Source: an optimization exercise on an open RTL-to-GDS flow (aim: small area, a short achievable clock period and few clock cycles per item). Production flows keep margins and buffers that such runs may drop.
Only simulation tests tie the RTL to the original design; equivalence was not proved.
Power and IR drop assume default switching activity.

==> inputs of 08-28 <==
Design bch_dec, start of the top module:
module bch_dec (
    input  wire        clk,
    input  wire        rst,
    input  wire        in_valid,
    output wire        in_ready,
    input  wire [63:0] in_data,
    output reg         out_valid,
    output wire        out_fail,       
    output wire [1:0]  out_nerr,       
    output wire [10:0] out_pos0,       
    output wire [10:0] out_pos1,
    output wire [10:0] out_pos2
);
make LEC_CHECK=0 CAP_MARGIN=20 CORE_MARGIN=2 CORE_UTILIZATION=60 SLEW_MARGIN=20 finish   # period 10.0 ns
run.sh (not shown) runs the stock make flow with config.mk's settings and CLKGATE_MAP_FILE= SYNTH_SCRIPT=/design/flow/synth_recipe.tcl, a recipe that flattens the netlist after the stock synthesis.
==> inputs of 11-08, as changes to 08-28 <==
--- a/flow/design.v
+++ b/flow/design.v
@@ -533,57 +533,50 @@
                 acc1 <= last_r ? 11'd0 : syn_out[10:0];
                 acc3 <= last_r ? 11'd0 : syn_out[21:11];
                 acc5 <= last_r ? 11'd0 : syn_out[32:22];
             end
         end
     end
-    reg [10:0] b_s1, b_s3, b_s5, b_r1, b_d, b_x, b_a, b_p;
+    reg [10:0] b_s1, b_s3, b_s5, b_r1, b_d, b_x, b_a;
+    wire [10:0] b_t = b_s3;            
     reg        b_allz, b_case2, b_dz, b_trk;
     wire       c_busy;
     wire [4:0] d_cnt;
     assign     b_pass = b_busy && b_st[16] && !c_busy && (d_cnt >= 5'd6);
     wire [4:0]  b_cn = b_load ? 5'd0 : b_st[16] ? b_cnt : b_cnt + 5'd1;
     wire [16:0] b_nx = 17'd1 << b_cn;
     wire b_c2 = b_case2, b_c3 = !b_case2;
-    reg [6:0] b_sa;                    
+    reg [7:0] b_sa;                    
     reg [8:0] b_sb;                    
     always @(posedge clk) begin
-        b_sa <= {b_nx[10] | b_nx[15],                                      
-                 b_nx[8],                                                  
-                 b_nx[6],                                                  
-                 b_nx[2] | b_nx[4] | (b_nx[11] & b_c2),                    
-                 b_nx[13] & b_c3,                                          
-                 b_nx[1] | b_nx[7] | (b_nx[11] & b_c3) | b_nx[12] | b_nx[14],  
-                 b_nx[0] | b_nx[3] | (b_nx[13] & b_c2)};                   
-        b_sb <= {b_nx[14],                                                 
-                 b_nx[13] & b_c3,                                          
-                 b_nx[12],                                                 
-                 b_nx[2] | b_nx[10],                                       
-                 b_nx[8] | b_nx[11],                                       
-                 b_nx[7],                                                  
-                 b_nx[6] | (b_nx[13] & b_c2),                              
-                 b_nx[3] | b_nx[4] | b_nx[15],                             
-                 b_nx[0] | b_nx[1]};                                       
+        b_sa <= {b_nx[12] | (b_nx[13] & b_c3) | b_nx[14],
+                 b_nx[7] | b_nx[10] | (b_nx[11] & b_c3) | b_nx[15],
+                 b_nx[8], b_nx[6], b_nx[4] | (b_nx[11] & b_c2),
+                 b_nx[2], b_nx[1], b_nx[0] | b_nx[3] | (b_nx[13] & b_c2)};
+        b_sb <= {b_nx[14], b_nx[12], b_nx[10], b_nx[8] | b_nx[11] | (b_nx[13] & b_c3),
+                 b_nx[7], b_nx[6] | (b_nx[13] & b_c2), b_nx[3] | b_nx[4] | b_nx[15],
+                 b_nx[2], b_nx[0] | b_nx[1]};
     end
     wire [10:0] b_ma =
         ({11{b_sa[0]}} & b_s1) |
-        ({11{b_sa[1]}} & b_p) |
+        ({11{b_sa[1]}} & b_r1) |
         ({11{b_sa[2]}} & b_s3) |
         ({11{b_sa[3]}} & b_d) |
         ({11{b_sa[4]}} & f_sq1(b_x)) |
         ({11{b_sa[5]}} & b_x) |
-        ({11{b_sa[6]}} & b_a);
+        ({11{b_sa[6]}} & b_a) |
+        ({11{b_sa[7]}} & b_t);
     wire [10:0] b_mb =
         ({11{b_sb[0]}} & f_sq1(b_s1)) |
-        ({11{b_sb[1]}} & b_s5) |
-        ({11{b_sb[2]}} & b_x) |
-        ({11{b_sb[3]}} & f_sq2(b_p)) |
-        ({11{b_sb[4]}} & f_sq1(b_p)) |
-        ({11{b_sb[5]}} & b_s3) |
-        ({11{b_sb[6]}} & f_sq2(b_d)) |
-        ({11{b_sb[7]}} & f_sq1(b_a)) |
+        ({11{b_sb[1]}} & b_d) |
+        ({11{b_sb[2]}} & b_s5) |
+        ({11{b_sb[3]}} & b_x) |
+        ({11{b_sb[4]}} & f_sq2(b_a)) |
+        ({11{b_sb[5]}} & f_sq1(b_a)) |
+        ({11{b_sb[6]}} & b_t) |
+        ({11{b_sb[7]}} & f_sq2(b_d)) |
         ({11{b_sb[8]}} & f_sq2(b_s5));
     wire [10:0] b_m = gf_mul(b_ma, b_mb);
     always @(posedge clk) begin
         if (rst) begin
             b_busy <= 1'b0;
         end else if (b_load) begin
@@ -598,25 +591,26 @@
         end
         if (b_load) begin
             b_s1 <= syn_out[10:0];
             b_s3 <= syn_out[21:11];
             b_s5 <= syn_out[32:22];
         end
-        if (!b_st[16]) b_p <= b_m;
-        if (b_st[0])  b_allz <= (b_s1 == 11'd0) && (b_s3 == 11'd0) && (b_s5 == 11'd0);
-        if (b_st[1])  begin b_r1 <= b_p; b_d <= b_p ^ b_s3; end
-        if (b_st[2])  b_s5 <= b_p ^ b_s5;
-        if (b_st[3])  begin b_s3 <= b_p; b_dz <= (b_d == 11'd0); end
-        if (b_st[4])  b_case2 <= (b_p == b_s3);
-        if (b_st[5])  b_x <= b_case2 ? b_r1 : b_p;
-        if (b_st[9])  begin b_s3 <= f_sq5(b_p); b_a <= b_p; end
-        if (b_st[11]) b_a <= b_p;
-        if (b_st[12]) begin b_s3 <= b_p; b_trk <= tr(b_p); if (b_c2) b_x <= f_ht(b_p); end
-        if (b_st[13] & b_c3) b_r1 <= b_p;
-        if (b_st[14]) b_r1 <= b_dz ? b_s1 : b_c2 ? b_p : b_r1;
-        if (b_st[15]) b_x <= b_p;
+        if (b_st[0])  begin b_r1 <= b_m; b_allz <= (b_s1 == 11'd0) && (b_s3 == 11'd0) && (b_s5 == 11'd0); end
+        if (b_st[1])  begin b_s5 <= b_m ^ b_s5; b_d <= b_r1 ^ b_s3; end
+        if (b_st[2] | b_st[11] | (b_st[13] & b_c3)) b_s3 <= b_m;
+        if (b_st[9])  b_s3 <= f_sq5(b_a);
+        if (b_st[3] | b_st[14]) b_x <= b_m;
+        if (b_st[3])  b_dz <= (b_d == 11'd0);
+        if (b_st[4])  b_case2 <= (b_x == b_t);
+        if (b_st[4] | b_st[6] | b_st[7] | b_st[8] | b_st[10]) b_a <= b_m;
+        if (b_st[5])  b_x <= b_case2 ? b_r1 : b_a;
+        if (b_st[12] & b_c3) b_r1 <= b_m;
+        if (b_st[12] & b_c2) b_x  <= f_ht(b_t);
+        if (b_st[12]) b_trk <= tr(b_t);
+        if (b_st[13]) b_r1 <= b_dz ? b_s1 : b_c2 ? b_m : b_r1;
+        if (b_st[15]) b_d <= b_m;
     end
     reg        c_bsy;
     reg [3:0]  c_cnt;                  
     wire [12:0] c_st = 13'd1 << c_cnt;
     reg [10:0] c_s1, c_c, c_ic, c_sp, c_za, c_zb;
     reg [1:0]  c_n;
@@ -668,37 +662,36 @@
             c_fail <= !b_allz && (b_dz ? !(b_s5 == 11'd0 && b_s1 != 11'd0) :
                                   b_case2 ? b_trk : (b_s5 == 11'd0 || !tr(b_x)));
             c_c  <= b_r1;
             c_ic <= b_k3 ? b_x : b_r1 ^ b_s1;
             c_za <= b_r1;
             c_zb <= f_sq1(b_r1);
-            c_sp <= b_p;
+            c_sp <= b_d;
         end
         if (c_up) begin c_za <= c_m ^ c_c; c_zb <= f_sq1(c_zb); end
         if (c_dn) begin c_za <= f_sq1(c_za); c_zb <= c_m ^ c_c; end
         if (c_st[7]) begin c_zb <= c_m; c_ok <= (c_zb == f_sq2(c_za)); end
         if (c_st[8] & c_k3)  c_c  <= f_htsq(c_zb);
         if (c_st[9])  c_zb <= c_m;
         if (c_st[10] & c_k3) c_c  <= c_m ^ c_s1;
         if (c_st[11] & c_k3) begin c_ic <= c_m ^ c_s1; c_s1 <= c_m ^ c_c; end
     end
     reg        d_bsy;
     reg [4:0]  d_cn_r;                 
     assign     d_cnt = d_cn_r;
-    wire [16:0] d_st = 17'd1 << d_cnt;
+    wire [14:0] d_st = 15'd1 << d_cnt;
     reg [10:0] d_x64, d_e5, d_e69;
     wire [10:0] d_e534 = d_e5;         
     reg [1:0]  d_n;
     reg        d_fail;
-    reg [4:0]  d_a, d_b15, d_k;
+    reg [4:0]  d_k;
     reg [6:0]  d_b;
-    reg [11:0] d_kk;
     reg [10:0] d_q0, d_q1, d_q2;
     assign     d_busy = d_bsy;
-    wire [4:0]  d_cn = c_pass ? 5'd0 : (d_cnt == 5'd17) ? d_cnt : d_cnt + 5'd1;
-    wire [16:0] d_nx = 17'd1 << d_cn;
+    wire [4:0]  d_cn = c_pass ? 5'd0 : (d_cnt == 5'd15) ? d_cnt : d_cnt + 5'd1;
+    wire [14:0] d_nx = 15'd1 << d_cn;
     reg d_g0, d_g1, d_g2, d_p1, d_p2;  
     wire d_p0 = d_g0 | d_g1 | d_g2;
     always @(posedge clk) begin
         d_g0 <= d_nx[0];
         d_g1 <= d_nx[3];
         d_g2 <= d_nx[6];
@@ -708,52 +701,51 @@
     wire [10:0] d_x  = ({11{d_g0}} & c_c) | ({11{d_g1}} & c_ic) | ({11{d_g2}} & c_s1);
     wire [10:0] d_ma = ({11{d_p0}} & d_x) | ({11{d_p1 | d_p2}} & d_e5);
     wire [10:0] d_mb = ({11{d_p0}} & f_sq2(d_x)) | ({11{d_p1}} & d_x64) |
                        ({11{d_p2}} & f_sq9(d_e69));
     wire [10:0] d_m = gf_mul(d_ma, d_mb);
     wire d_tab = d_st[3] | d_st[6] | d_st[9];
-    wire d_key_st = d_st[6] | d_st[9] | d_st[12];
-    wire [5:0]  d_kd  = {1'b0, d_a} - {1'b0, d_b15};
+    wire d_key_st = d_st[4] | d_st[7] | d_st[10];
+    wire [11:0] d_t89 = f_t89(d_e69[10:1]);    
+    wire [5:0]  d_kd  = {1'b0, f_t23(d_e534)} - {1'b0, d_t89[11:7]};
     wire [4:0]  d_kn  = d_kd[5] ? d_kd[4:0] + 5'd23 : d_kd[4:0];
+    wire [11:0] d_kk  = 12'd1279 - {7'd0, d_k} * 12'd89;
     wire [11:0] d_pos = d_kk - {5'd0, d_b};
     wire        d_ok  = !d_pos[11] && (d_pos[10:0] <= 11'd1231);
-    wire        d_use = d_st[6] ? (d_n != 2'd0) : d_st[9] ? d_n[1] : (d_n == 2'd3);
+    wire        d_use = d_st[4] ? (d_n != 2'd0) : d_st[7] ? d_n[1] : (d_n == 2'd3);
     wire [10:0] d_key = (d_use && d_ok) ? d_pos[10:0] : 11'h7ff;
     wire        d_sw01 = d_q1 < d_q0;
     wire        d_sw12 = d_q2 < d_q1;
     always @(posedge clk) begin
         if (rst) begin
             d_bsy     <= 1'b0;
             out_valid <= 1'b0;
         end else begin
             if (c_pass) d_bsy <= 1'b1;
-            else if (d_st[16]) d_bsy <= 1'b0;
-            out_valid <= d_bsy && d_st[16];
+            else if (d_st[14]) d_bsy <= 1'b0;
+            out_valid <= d_bsy && d_st[14];
         end
         if (rst) begin
-            d_cn_r <= 5'd17;
+            d_cn_r <= 5'd15;
         end else begin
             d_cn_r <= d_cn;
         end
         if (c_pass) begin
             d_n    <= c_n;
             d_fail <= c_fail || (c_k3 && !c_ok);
         end else if (d_key_st && d_use && !d_ok) begin
             d_fail <= 1'b1;
         end
         if (d_p0) begin d_e5 <= d_m; d_x64 <= f_sq6(d_x); end
         if (d_p1) d_e69 <= d_m;
         if (d_p2) d_e5 <= d_m;
-        if (d_tab) {d_b15, d_b} <= f_t89(d_e69[10:1]);
-        d_a  <= f_t23(d_e534);
-        d_k  <= d_kn;
-        d_kk <= 12'd1279 - {7'd0, d_k} * 12'd89;
+        if (d_tab) begin d_b <= d_t89[6:0]; d_k <= d_kn; end
         if (d_key_st) begin d_q2 <= d_key; d_q1 <= d_q2; d_q0 <= d_q1; end
-        if ((d_st[13] | d_st[15]) && d_sw01) begin d_q0 <= d_q1; d_q1 <= d_q0; end
-        if (d_st[14] && d_sw12) begin d_q1 <= d_q2; d_q2 <= d_q1; end
-        if (d_st[16]) begin
+        if ((d_st[11] | d_st[13]) && d_sw01) begin d_q0 <= d_q1; d_q1 <= d_q0; end
+        if (d_st[12] && d_sw12) begin d_q1 <= d_q2; d_q2 <= d_q1; end
+        if (d_st[14]) begin
             if (d_fail || d_n == 2'd0) d_q0 <= 11'd0;
             if (d_fail || !d_n[1])     d_q1 <= 11'd0;
             if (d_fail || d_n != 2'd3) d_q2 <= 11'd0;
             if (d_fail)                d_n  <= 2'd0;
         end
     end
- CORE_UTILIZATION: 60 -> 55
==> comparison table <==
quantity                                                                            08-28           11-08
Register share of total power                                                       30.2%           21.6%
Vert. Die Dim                                                                    239.0 µm        247.8 µm
TritonCTS Buffers                                                                      46              43
Global-route wire length before repair                                           171.2 mm        170.3 mm
Total half-perimeter wirelength after legalization and detailed placement        83.59 mm        84.79 mm
Final min period                                                                  4067 ps         4669 ps
Final clock period utilization by the worst path                                   40.67%          46.69%
Power dissipated in sequential cells                                              2.22 mW         2.72 mW
Fraction of cell area in non-clock buffers                                         4.132%          4.227%
Outcome                                                                    finished clean  finished clean
Share of Yosys cell area claimed by the top area cell type                         20.43%          21.91%
CP max FO                                                                              12              10
Average cell area after synthesis                                               8.519 µm²       8.566 µm²
Power attributed to the clock group                                               1.79 mW         1.68 mW
Clock buffer instance count of the final layout                                        63              53
Number of nets at the end of the flow                                               3,993           3,912
Horizontal extent of the die                                                     239.0 µm        247.8 µm
Testbench counts of 08-28, summed over its fixed seeds: cycles 9,992, rows 480.
Testbench counts of 11-08, summed over its fixed seeds: cycles 9,976, rows 480.

---

==> job 4077 <==
Another version of the RTL of bch_dec (not shown whole).
clock: 10.0 ns
lec_check: 0
cap_margin: 20
core_margin: 2
core_utilization: 60
slew_margin: 20
==> inputs of job 2004, as changes to job 4077 <==
--- a/flow/design.v
+++ b/flow/design.v
@@ -296,22 +296,23 @@
             f_t89[9] = m[2] | m[5] | m[6] | m[7] | m[9] | m[10] | m[12] | m[13] | m[14] | m[15] | m[16] | m[19] | m[21] | m[25] | m[26] | m[27] | m[28] | m[29] | m[30] | m[32] | m[38] | m[40] | m[44] | m[45] | m[46] | m[47] | m[49] | m[50] | m[51] | m[57] | m[59] | m[62] | m[63] | m[65] | m[66] | m[67] | m[71] | m[77] | m[78] | m[79] | m[80] | m[83] | m[87] | m[88];
             f_t89[10] = m[1] | m[2] | m[4] | m[5] | m[6] | m[7] | m[10] | m[11] | m[12] | m[13] | m[18] | m[20] | m[22] | m[23] | m[24] | m[25] | m[27] | m[29] | m[37] | m[39] | m[40] | m[49] | m[51] | m[53] | m[59] | m[60] | m[64] | m[67] | m[82] | m[86] | m[87];
             f_t89[11] = m[3] | m[8] | m[17] | m[21] | m[28] | m[32] | m[33] | m[35] | m[41] | m[44] | m[45] | m[47] | m[50] | m[54] | m[55] | m[57] | m[61] | m[62] | m[65] | m[68] | m[72] | m[73] | m[74] | m[76] | m[80] | m[81] | m[88];
         end
     endfunction
     reg  [4:0]  widx;                  
     reg         in_rdy;
+    reg  [63:0] in_r;                  
+    reg         take_r, last_r;
     reg  [10:0] acc1, acc3, acc5;
     reg         b_busy;
-    reg  [16:0] b_st;                  
+    reg  [4:0]  b_cnt;                 
+    wire [16:0] b_st = 17'd1 << b_cnt;
     assign in_ready = in_rdy;
     wire take = in_valid && in_rdy;
-    wire        last = (widx == 5'd19);
-    wire [63:0] wdata = in_data & {{16{1'b1}}, {48{!last}}};
-    wire [96:0] syn_in = {acc5, acc3, acc1, wdata};
+    wire [96:0] syn_in = {acc5, acc3, acc1, in_r};
     wire [32:0] syn_out;
     wire syn_x97 = syn_in[55] ^ syn_in[56];
     wire syn_x98 = syn_in[52] ^ syn_in[60];
     wire syn_x99 = syn_in[47] ^ syn_in[51];
     wire syn_x100 = syn_in[28] ^ syn_in[39];
     wire syn_x101 = syn_in[27] ^ syn_in[38];
     wire syn_x102 = syn_in[13] ^ syn_in[61];
@@ -506,41 +507,47 @@
     assign syn_out[26] = syn_in[3] ^ syn_in[39] ^ syn_in[43] ^ syn_x116 ^ syn_x134 ^ syn_x196 ^ syn_x199 ^ syn_x205 ^ syn_x252 ^ syn_x256;
     assign syn_out[27] = syn_in[22] ^ syn_in[24] ^ syn_in[46] ^ syn_x101 ^ syn_x143 ^ syn_x151 ^ syn_x203 ^ syn_x252 ^ syn_x253 ^ syn_x259 ^ syn_x260;
     assign syn_out[28] = syn_in[89] ^ syn_x97 ^ syn_x144 ^ syn_x189 ^ syn_x198 ^ syn_x224 ^ syn_x229 ^ syn_x248 ^ syn_x263;
     assign syn_out[29] = syn_in[29] ^ syn_in[44] ^ syn_x114 ^ syn_x126 ^ syn_x130 ^ syn_x160 ^ syn_x176 ^ syn_x186 ^ syn_x216 ^ syn_x256 ^ syn_x260;
     assign syn_out[30] = syn_in[63] ^ syn_in[93] ^ syn_in[96] ^ syn_x108 ^ syn_x149 ^ syn_x151 ^ syn_x179 ^ syn_x205 ^ syn_x219 ^ syn_x221 ^ syn_x248 ^ syn_x250 ^ syn_x258;
     assign syn_out[31] = syn_in[4] ^ syn_in[18] ^ syn_in[57] ^ syn_in[92] ^ syn_x142 ^ syn_x146 ^ syn_x171 ^ syn_x174 ^ syn_x175 ^ syn_x177 ^ syn_x190 ^ syn_x193 ^ syn_x250;
     assign syn_out[32] = syn_in[2] ^ syn_in[23] ^ syn_in[46] ^ syn_in[62] ^ syn_in[90] ^ syn_in[95] ^ syn_x111 ^ syn_x122 ^ syn_x146 ^ syn_x179 ^ syn_x210 ^ syn_x213 ^ syn_x240;
-    wire       b_load = take && last;
+    wire       b_load = take_r && last_r;
     wire       b_pass;                 
     wire [4:0] widx_n = take ? ((widx == 5'd19) ? 5'd0 : widx + 5'd1) : widx;
     wire       b_busy_n = b_load || (b_busy && !b_pass);
     always @(posedge clk) begin
+        in_r   <= in_data & {{16{1'b1}}, {48{widx != 5'd19}}};
+        last_r <= (widx == 5'd19);
         if (rst) begin
+            take_r <= 1'b0;
             widx   <= 5'd0;
             in_rdy <= 1'b1;
             acc1   <= 11'd0;
             acc3   <= 11'd0;
             acc5   <= 11'd0;
         end else begin
             widx   <= widx_n;
+            take_r <= take;
             in_rdy <= (widx_n != 5'd19) || !b_busy_n;
-            if (take) begin
-                acc1 <= last ? 11'd0 : syn_out[10:0];
-                acc3 <= last ? 11'd0 : syn_out[21:11];
-                acc5 <= last ? 11'd0 : syn_out[32:22];
+            if (take_r) begin
+                acc1 <= last_r ? 11'd0 : syn_out[10:0];
+                acc3 <= last_r ? 11'd0 : syn_out[21:11];
+                acc5 <= last_r ? 11'd0 : syn_out[32:22];
             end
         end
     end
     reg [10:0] b_s1, b_s3, b_s5, b_r1, b_d, b_x, b_a;
     wire [10:0] b_t = b_s3;            
     reg        b_allz, b_case2, b_dz, b_trk;
     wire       c_busy;
-    assign     b_pass = b_busy && b_st[16] && !c_busy;
-    wire [16:0] b_nx = b_load ? 17'd1 : b_st[16] ? b_st : {b_st[15:0], 1'b0};
+    wire [4:0] d_cnt;
+    assign     b_pass = b_busy && b_st[16] && !c_busy && (d_cnt >= 5'd6);
+    wire [4:0]  b_cn = b_load ? 5'd0 : b_st[16] ? b_cnt : b_cnt + 5'd1;
+    wire [16:0] b_nx = 17'd1 << b_cn;
     wire b_c2 = b_case2, b_c3 = !b_case2;
     reg [7:0] b_sa;                    
     reg [8:0] b_sb;                    
     always @(posedge clk) begin
         b_sa <= {b_nx[12] | (b_nx[13] & b_c3) | b_nx[14],
                  b_nx[7] | b_nx[10] | (b_nx[11] & b_c3) | b_nx[15],
                  b_nx[8], b_nx[6], b_nx[4] | (b_nx[11] & b_c2),
@@ -574,19 +581,17 @@
             b_busy <= 1'b0;
         end else if (b_load) begin
             b_busy <= 1'b1;
         end else if (b_pass) begin
             b_busy <= 1'b0;
         end
         if (rst) begin
-            b_st <= 17'h10000;
-        end else if (b_load) begin
-            b_st <= 17'd1;
-        end else if (!b_st[16]) begin
-            b_st <= {b_st[15:0], 1'b0};
+            b_cnt <= 5'd16;
+        end else begin
+            b_cnt <= b_cn;
         end
         if (b_load) begin
             b_s1 <= syn_out[10:0];
             b_s3 <= syn_out[21:11];
             b_s5 <= syn_out[32:22];
         end
         if (b_st[0])  begin b_r1 <= b_m; b_allz <= (b_s1 == 11'd0) && (b_s3 == 11'd0) && (b_s5 == 11'd0); end
@@ -601,24 +606,26 @@
         if (b_st[12] & b_c3) b_r1 <= b_m;
         if (b_st[12] & b_c2) b_x  <= f_ht(b_t);
         if (b_st[12]) b_trk <= tr(b_t);
         if (b_st[13]) b_r1 <= b_dz ? b_s1 : b_c2 ? b_m : b_r1;
         if (b_st[15]) b_d <= b_m;
     end
     reg        c_bsy;
-    reg [12:0] c_st;                   
+    reg [3:0]  c_cnt;                  
+    wire [12:0] c_st = 13'd1 << c_cnt;
     reg [10:0] c_s1, c_c, c_ic, c_sp, c_za, c_zb;
     reg [1:0]  c_n;
     reg        c_fail, c_ok;
     wire       d_busy;
     assign     c_busy = c_bsy;
     wire       c_pass = c_bsy && c_st[12] && !d_busy;
     wire       c_k3 = (c_n == 2'd3);
     wire       b_k3 = !b_allz && !b_dz && !b_case2;
-    wire [12:0] c_nx = b_pass ? 13'd1 : c_st[12] ? c_st : {c_st[11:0], 1'b0};
+    wire [3:0]  c_cn = b_pass ? 4'd0 : c_st[12] ? c_cnt : c_cnt + 4'd1;
+    wire [12:0] c_nx = 13'd1 << c_cn;
     reg c_up, c_dn;                    
     reg [2:0] c_sa;
     reg [3:0] c_sb;
     always @(posedge clk) begin
         c_up <= c_nx[0] | c_nx[1] | c_nx[4];
         c_dn <= c_nx[2] | c_nx[3] | c_nx[5] | c_nx[6];
         c_sa <= {c_nx[10] | c_nx[11], c_nx[7],
@@ -641,107 +648,105 @@
             c_bsy <= 1'b0;
         end else if (b_pass) begin
             c_bsy <= 1'b1;
         end else if (c_pass) begin
             c_bsy <= 1'b0;
         end
         if (rst) begin
-            c_st   <= 13'h1000;
-        end else if (b_pass) begin
-            c_st   <= 13'd1;
-        end else if (!c_st[12]) begin
-            c_st <= {c_st[11:0], 1'b0};
+            c_cnt <= 4'd12;
+        end else begin
+            c_cnt <= c_cn;
         end
         if (b_pass) begin
             c_s1   <= b_s1;
             c_n    <= b_allz ? 2'd0 : b_dz ? 2'd1 : b_case2 ? 2'd2 : 2'd3;
             c_fail <= !b_allz && (b_dz ? !(b_s5 == 11'd0 && b_s1 != 11'd0) :
                                   b_case2 ? b_trk : (b_s5 == 11'd0 || !tr(b_x)));
-            c_c  <= b_k3 ? b_r1 : b_r1 ^ b_s1;
-            c_ic <= b_k3 ? b_x  : b_r1;
+            c_c  <= b_r1;
+            c_ic <= b_k3 ? b_x : b_r1 ^ b_s1;
             c_za <= b_r1;
             c_zb <= f_sq1(b_r1);
             c_sp <= b_d;
         end
         if (c_up) begin c_za <= c_m ^ c_c; c_zb <= f_sq1(c_zb); end
         if (c_dn) begin c_za <= f_sq1(c_za); c_zb <= c_m ^ c_c; end
         if (c_st[7]) begin c_zb <= c_m; c_ok <= (c_zb == f_sq2(c_za)); end
         if (c_st[8] & c_k3)  c_c  <= f_htsq(c_zb);
         if (c_st[9])  c_zb <= c_m;
-        if (c_st[10] & c_k3) c_c  <= c_m;
-        if (c_st[11] & c_k3) c_ic <= c_m;
+        if (c_st[10] & c_k3) c_c  <= c_m ^ c_s1;
+        if (c_st[11] & c_k3) begin c_ic <= c_m ^ c_s1; c_s1 <= c_m ^ c_c; end
     end
     reg        d_bsy;
-    reg [16:0] d_st;                   
-    reg [10:0] d_x0, d_x1, d_x2, d_e5, d_e69;
+    reg [4:0]  d_cn_r;                 
+    assign     d_cnt = d_cn_r;
+    wire [14:0] d_st = 15'd1 << d_cnt;
+    reg [10:0] d_x64, d_e5, d_e69;
     wire [10:0] d_e534 = d_e5;         
     reg [1:0]  d_n;
     reg        d_fail;
-    reg [4:0]  d_a, d_b15, d_k;
+    reg [4:0]  d_k;
     reg [6:0]  d_b;
-    reg [11:0] d_kk;
     reg [10:0] d_q0, d_q1, d_q2;
     assign     d_busy = d_bsy;
-    wire [16:0] d_nx = c_pass ? 17'd1 : {d_st[15:0], 1'b0};
-    reg d_p0, d_p1, d_p2;              
+    wire [4:0]  d_cn = c_pass ? 5'd0 : (d_cnt == 5'd15) ? d_cnt : d_cnt + 5'd1;
+    wire [14:0] d_nx = 15'd1 << d_cn;
+    reg d_g0, d_g1, d_g2, d_p1, d_p2;  
+    wire d_p0 = d_g0 | d_g1 | d_g2;
     always @(posedge clk) begin
-        d_p0 <= d_nx[0] | d_nx[3] | d_nx[6];
+        d_g0 <= d_nx[0];
+        d_g1 <= d_nx[3];
+        d_g2 <= d_nx[6];
         d_p1 <= d_nx[1] | d_nx[4] | d_nx[7];
         d_p2 <= d_nx[2] | d_nx[5] | d_nx[8];
     end
-    wire [10:0] d_ma = ({11{d_p0}} & d_x0) | ({11{d_p1 | d_p2}} & d_e5);
-    wire [10:0] d_mb = ({11{d_p0}} & f_sq2(d_x0)) | ({11{d_p1}} & f_sq6(d_x0)) |
+    wire [10:0] d_x  = ({11{d_g0}} & c_c) | ({11{d_g1}} & c_ic) | ({11{d_g2}} & c_s1);
+    wire [10:0] d_ma = ({11{d_p0}} & d_x) | ({11{d_p1 | d_p2}} & d_e5);
+    wire [10:0] d_mb = ({11{d_p0}} & f_sq2(d_x)) | ({11{d_p1}} & d_x64) |
                        ({11{d_p2}} & f_sq9(d_e69));
     wire [10:0] d_m = gf_mul(d_ma, d_mb);
     wire d_tab = d_st[3] | d_st[6] | d_st[9];
-    wire d_key_st = d_st[6] | d_st[9] | d_st[12];
-    wire [5:0]  d_kd  = {1'b0, d_a} - {1'b0, d_b15};
+    wire d_key_st = d_st[4] | d_st[7] | d_st[10];
+    wire [11:0] d_t89 = f_t89(d_e69[10:1]);    
+    wire [5:0]  d_kd  = {1'b0, f_t23(d_e534)} - {1'b0, d_t89[11:7]};
     wire [4:0]  d_kn  = d_kd[5] ? d_kd[4:0] + 5'd23 : d_kd[4:0];
+    wire [11:0] d_kk  = 12'd1279 - {7'd0, d_k} * 12'd89;
     wire [11:0] d_pos = d_kk - {5'd0, d_b};
     wire        d_ok  = !d_pos[11] && (d_pos[10:0] <= 11'd1231);
-    wire        d_use = d_st[6] ? (d_n != 2'd0) : d_st[9] ? d_n[1] : (d_n == 2'd3);
+    wire        d_use = d_st[4] ? (d_n != 2'd0) : d_st[7] ? d_n[1] : (d_n == 2'd3);
     wire [10:0] d_key = (d_use && d_ok) ? d_pos[10:0] : 11'h7ff;
     wire        d_sw01 = d_q1 < d_q0;
     wire        d_sw12 = d_q2 < d_q1;
     always @(posedge clk) begin
         if (rst) begin
             d_bsy     <= 1'b0;
             out_valid <= 1'b0;
         end else begin
             if (c_pass) d_bsy <= 1'b1;
-            else if (d_st[16]) d_bsy <= 1'b0;
-            out_valid <= d_bsy && d_st[16];
+            else if (d_st[14]) d_bsy <= 1'b0;
+            out_valid <= d_bsy && d_st[14];
         end
         if (rst) begin
-            d_st   <= 17'd0;
-        end else if (c_pass) begin
-            d_st   <= 17'd1;
+            d_cn_r <= 5'd15;
         end else begin
-            d_st <= {d_st[15:0], 1'b0};
+            d_cn_r <= d_cn;
         end
         if (c_pass) begin
-            d_x0   <= c_c ^ c_s1;
-            d_x1   <= c_ic ^ c_s1;
-            d_x2   <= c_c ^ c_ic ^ c_s1;
             d_n    <= c_n;
             d_fail <= c_fail || (c_k3 && !c_ok);
         end else if (d_key_st && d_use && !d_ok) begin
             d_fail <= 1'b1;
         end
-        if (d_p0) d_e5  <= d_m;
+        if (d_p0) begin d_e5 <= d_m; d_x64 <= f_sq6(d_x); end
         if (d_p1) d_e69 <= d_m;
-        if (d_p2) begin d_e5 <= d_m; d_x0 <= d_x1; d_x1 <= d_x2; end
-        if (d_tab) {d_b15, d_b} <= f_t89(d_e69[10:1]);
-        d_a  <= f_t23(d_e534);
-        d_k  <= d_kn;
-        d_kk <= 12'd1279 - {7'd0, d_k} * 12'd89;
+        if (d_p2) d_e5 <= d_m;
+        if (d_tab) begin d_b <= d_t89[6:0]; d_k <= d_kn; end
         if (d_key_st) begin d_q2 <= d_key; d_q1 <= d_q2; d_q0 <= d_q1; end
-        if ((d_st[13] | d_st[15]) && d_sw01) begin d_q0 <= d_q1; d_q1 <= d_q0; end
-        if (d_st[14] && d_sw12) begin d_q1 <= d_q2; d_q2 <= d_q1; end
-        if (d_st[16]) begin
+        if ((d_st[11] | d_st[13]) && d_sw01) begin d_q0 <= d_q1; d_q1 <= d_q0; end
+        if (d_st[12] && d_sw12) begin d_q1 <= d_q2; d_q2 <= d_q1; end
+        if (d_st[14]) begin
             if (d_fail || d_n == 2'd0) d_q0 <= 11'd0;
             if (d_fail || !d_n[1])     d_q1 <= 11'd0;
             if (d_fail || d_n != 2'd3) d_q2 <= 11'd0;
             if (d_fail)                d_n  <= 2'd0;
         end
     end
     assign out_fail = d_fail;
--- a/flow/config.mk
+++ b/flow/config.mk
@@ -4,8 +4,9 @@
 export VERILOG_FILES = /design/flow/design.v
 export SDC_FILE = /design/flow/constraint.sdc
 export NUM_CORES = 4
 export LEC_CHECK = 0
 export CAP_MARGIN = 20
 export CORE_MARGIN = 2
 export CORE_UTILIZATION = 60
+export CTS_BUF_LIST = sky130_fd_sc_hd__clkbuf_8
 export SLEW_MARGIN = 20
==> summary.md <==
| Metric | Value |
|---|---|
| Starting Density | `60.5%` |
| Drt wl/cell | `25.4 um` |
| Worst Path Max Fanout | `5` |
| Outcome | `complete, no violations` |
| Critical-path top delay cell | `xnor2_1` |
Source of the figures above: job 4077

==> summary.md <==
| Metric | Value |
|---|---|
| Outcome | `complete, no violations` |
| Dpl ws | `5.33 ns` |
| Worst Path Max Fanout | `10` |
| Ys async rst share | `0%` |
| Critical-path top delay cell | `fa_1` |
| Placed Area | `33900 sq um` |
| Drt wl/cell | `25.2 um` |
| Multi-input gates | `3045` |
| Worst vdd ir | `0.000387 V` |
Source of the figures above: job 2004

Testbench counts of job 4077, summed over its fixed seeds: cycles 9,984, rows 480.
Testbench counts of job 2004, summed over its fixed seeds: cycles 9,976, rows 480.

[static timing again, ports no longer ideal]
In the flow no input, the clock included, has a driving cell. The finished layouts below were timed again as built, in two steps. Step 1 assumes that a clkbuf_16 drives the clock port and a buf_2 every other input. Step 2 also shifts input and output timing later by t, the mid clock arrival at the registers, as if the neighbouring blocks saw the same clock. Slacks: no drivers / after step 1 / after step 2; pairs: no drivers / after step 1.
run | shift t [ns] | slack for setup (ns) | worst setup path after step 2 | worst slew at a driven data input, ns
08-28 | 0.645 | 5.933 / 5.933 / 5.933 | register to register | 0.05
11-08 | 0.647 | 5.331 / 5.331 / 5.331 | register to register | 0.07
job 4077 | 0.647 | 5.348 / 5.388 / 4.740 | input to register | 0.06
job 2004 | 0.732 | 5.307 / 5.307 / 5.307 | register to register | 0.08
After both steps every run listed still meets setup and hold. For job 4077, which loses most, drivers alone change the setup slack by +0.040 ns; drivers and shift together by -0.608 ns.
